From an optimization exercise on the open Yosys and OpenROAD flow, aimed at small area; shortcuts taken in it are not production practice.
Function was checked by simulation only, so behaviour that the tests miss may differ from the original.
No activity file was given, so power comes from the tool's default toggle rates.

Setup of v17:
Design sdm_channel, start of the top module:
module sdm_channel (
    input  wire               clk,
    input  wire               rst,         
    input  wire               en,          
    input  wire               bit_stb,     
    input  wire               bit_in,      
    input  wire               catch_stb,   
    input  wire        [7:0]  tag_in,      
    input  wire        [8:0]  cfg_r,       
    input  wire        [1:0]  cfg_pord,    
    input  wire        [5:0]  cfg_m,       
    input  wire        [1:0]  cfg_deb,     
    input  wire signed [17:0] thr_hi,
    input  wire        [7:0]  hyst_hi,
    input  wire signed [17:0] thr_lo,
    input  wire        [7:0]  hyst_lo,
    input  wire signed [24:0] ofs,         
    output reg                res_stb,
    output wire signed [24:0] res_value,
    output reg                res_valid,
    output reg                res_err,
    output reg         [7:0]  res_tag,
    output reg                pout_stb,
    output wire signed [17:0] prot_p,
    output reg                prot_hi,
    output reg                prot_lo,
    output wire               stuck
);
    localparam HN = 258;    
    wire act       = en & ~rst;
    wire bit_now   = act & bit_stb;
    wire catch_now = act & catch_stb;
    function ge9;
        input [8:0] a, b;
        integer k;
        reg c;
        begin
            c = 1'b1;
            for (k = 0; k < 9; k = k + 1)
  ...
Size: ~3700 cells after synthesis, about 470 flip-flops, ~170 I/O pins, about 30000 um^2 of cells after synthesis.
make LEC_CHECK=0 ABC_AREA=1 CAP_MARGIN=20 CORE_MARGIN=2 CORE_UTILIZATION=40 CTS_BUF_LIST=sky130_fd_sc_hd__clkbuf_4 PLACE_DENSITY=0.6 SLEW_MARGIN=20 finish   # period 12.0 ns
run.sh (not shown) runs the stock make flow with config.mk's settings and CLKGATE_MAP_FILE= SYNTH_SCRIPT=/design/flow/synth_recipe.tcl, a recipe that flattens the netlist after the stock synthesis.
#### Input delta (v47 over v17)
==> flow/flow/run.sh (new file) <==
#!/bin/bash
# Own layout flow: the standard layout (standard.sh, all ORFS steps and
# settings unchanged) with three differences:
#  - synthesis maps the logic for area: ripple carry chains instead of the
#    Kogge-Stone map, no adder cells fixed ahead of ABC, and ABC's
#    area-recovering mapper instead of the delay-driven script (the
#    registers come out of the same Yosys steps, so they are unchanged);
#  - each port gets a sky130_fd_sc_hd__buf_1 as its buffer;
#  - clock tree synthesis uses small clock buffers and no dummy loads.
# Every tool writes its full log under orfs/logs; make's own output goes to
# flow_make.log here.
set -euo pipefail
W=$(pwd)
F=$W/flow
sed -e "s#SYNTH_SCRIPT=[^ ]*#SYNTH_SCRIPT=$F/area_synth.tcl#" standard.sh > area_standard.sh
grep -q "SYNTH_SCRIPT=$F/area_synth.tcl" area_standard.sh
bash area_standard.sh finish \
  "BUFFER_PORTS_ARGS=-buffer_cell sky130_fd_sc_hd__buf_1" \
  "CTS_ARGS=-sink_clustering_enable -repair_clock_nets -dont_use_dummy_load -buf_list sky130_fd_sc_hd__clkbuf_4" \
  > flow_make.log 2>&1
test -s out/final.def
==> flow/flow/area.abc (new file) <==
strash
&get -n
&fraig -x
&put
scorr
dc2
strash
&get -n
&dch -f
&nf -R 1000
&put
strash
&get -n
&dch -f
&nf -R 1000
&put
==> flow/flow/area_synth.tcl (new file) <==
# The standard flow's synthesis script (synth_recipe.tcl) with an area-oriented mapping.
proc synth {args} { yosys synth -nofsm -noshare {*}$args }
set area_dir [file dirname [file normalize [info script]]]
# Plain ripple $lcu mapping instead of the Kogge-Stone extra map.
set ::env(SYNTH_OPERATIONS_ARGS) -nofsm
# Leave adder cells to ABC.
proc extract_fa {args} {}
# ABC with an area-recovering script; the liberty, don't-use and constraint
# arguments pass through.
proc abc {args} {
  global area_dir
  set keep {}
  for {set i 0} {$i < [llength $args]} {incr i} {
    set a [lindex $args $i]
    if {$a eq "-script" || $a eq "-D"} { incr i; continue }
    lappend keep $a
  }
  yosys abc -script $area_dir/area.abc {*}$keep
}
source $::env(SCRIPTS_DIR)/synth.tcl
# left out here: clear keep_hierarchy, flatten, clean up, hide names made inside functions, write 1_2_yosys.v
==> flow/standard.sh (new file) <==
#!/bin/bash
# synth_recipe.tcl (not shown) runs the flow's synth.tcl, then flattens the netlist and writes it again
# the make line also repeats each setting of config.mk as NAME=value (left out here)
make -C /OpenROAD-flow-scripts/flow DESIGN_CONFIG=/design/flow/config.mk WORK_HOME=/design/flow/orfs CLKGATE_MAP_FILE= SYNTH_SCRIPT=/design/flow/synth_recipe.tcl "${@:-finish}"
-- flow/config.mk --
<<< v17, line 8
export ABC_AREA = 1
>>> v47, line 8
<<< v17, line 12
export CTS_BUF_LIST = sky130_fd_sc_hd__clkbuf_4
>>> v47, line 11
removed: flow/run.sh
### Flow results
- Status: later-pin clock latency in the skew report parity (v17, v47)
- Cmp v47 vs v17: clock network power share lower in v47
- Logic depth of the worst setup path including buffers (v47 vs. v17) decreases by more than 10%
- Of the two values seen for end point of the critical path, xp_q[4] was produced by v17 and res_value[16] by v47.
- v47 went all the way through the flow, and no timing, DRC or antenna check failed.
--- input diff v47..v52 ---
==> flow/run.sh (new file) <==
#!/bin/bash
# synth_recipe.tcl (not shown) runs the flow's synth.tcl, then flattens the netlist and writes it again
# the make line also repeats each setting of config.mk as NAME=value (left out here)
make -C /OpenROAD-flow-scripts/flow DESIGN_CONFIG=/design/flow/config.mk WORK_HOME=/design/flow/orfs CLKGATE_MAP_FILE= SYNTH_SCRIPT=/design/flow/synth_recipe.tcl finish
removed: flow/flow/run.sh
removed: flow/flow/area.abc
removed: flow/flow/area_synth.tcl
removed: flow/standard.sh
- Clock-buffer cell count went down by more than a quarter going from v47 to v52.
- v52 against v47: final instance area shows an increase of about 24%, area of the multi-input gates shows an increase of about 37%.
- Delta(minimum setup slack after placement, v52 - v47) < 0
- Compared with v47, in v52 global-route usage lower; critical path depth picked up an extra 3.
- Against v47, v52 reports a overall power after layout that is higher.
- The more densely filled core belongs to v52, not v47.
- Summary of v52 over v47: detailed-route wire length has increased, final period demand of the worst path saw a decrease.
--- input diff v52..v27 ---
-- flow/config.mk --
<<< v52, line 8
>>> v27, line 8
export ABC_AREA = 1
## What came out
Every stage of the flow completed for v27, and the final layout passed the timing, DRC and antenna checks. [compare] base=v52 new=v27: clock latency on the worst-skew pair was more or less identical, synthesis-to-finish area growth grew by 0.68 points, ratio of final minimum period to clock period saw an increase. Going from v52 to v27, non-clock inverter total of the final layout grew by more than 100%. Re register bit count reported by yosys: no difference whatsoever between v52 and v27. Adder-cell share of the synthesized area: v27 vs v52 down 1.2 points. The via count of the first global-routing pass of v27 exceeds that of v52 by 708. Total design power, v27 and v52: larger value in v27.

separate check: timing with driven ports:
The flow's constraints put no driver on any port. The routed layouts listed below were extracted and timed again, unchanged, in two steps.
Step 1: set_driving_cell puts a clkbuf_16 on clk and a buf_2 on each other input, an assumption about the parent block.
Step 2 also shifts input and output timing later by t, the mid clock arrival at the registers, as if the neighbouring blocks saw the same clock.
Three values: ideal ports, drivers, drivers and shift; two values: the first two.
run | t (ns) | setup slack, ns | worst register clock-pin slew, ns
v17 | 1.002 | 2.350 / 2.391 / 1.390 | 0.07 / 0.07
v47 | 0.974 | 1.136 / 1.081 / 2.054 | 0.07 / 0.07
v52 | 0.667 | 2.003 / 2.042 / 1.374 | 0.06 / 0.06
v27 | 0.680 | 1.976 / 2.020 / 1.340 | 0.07 / 0.07
After both steps every run listed still meets setup and hold. For v17, which loses most, drivers alone change the setup slack by +0.041 ns; drivers and shift together by -0.960 ns.
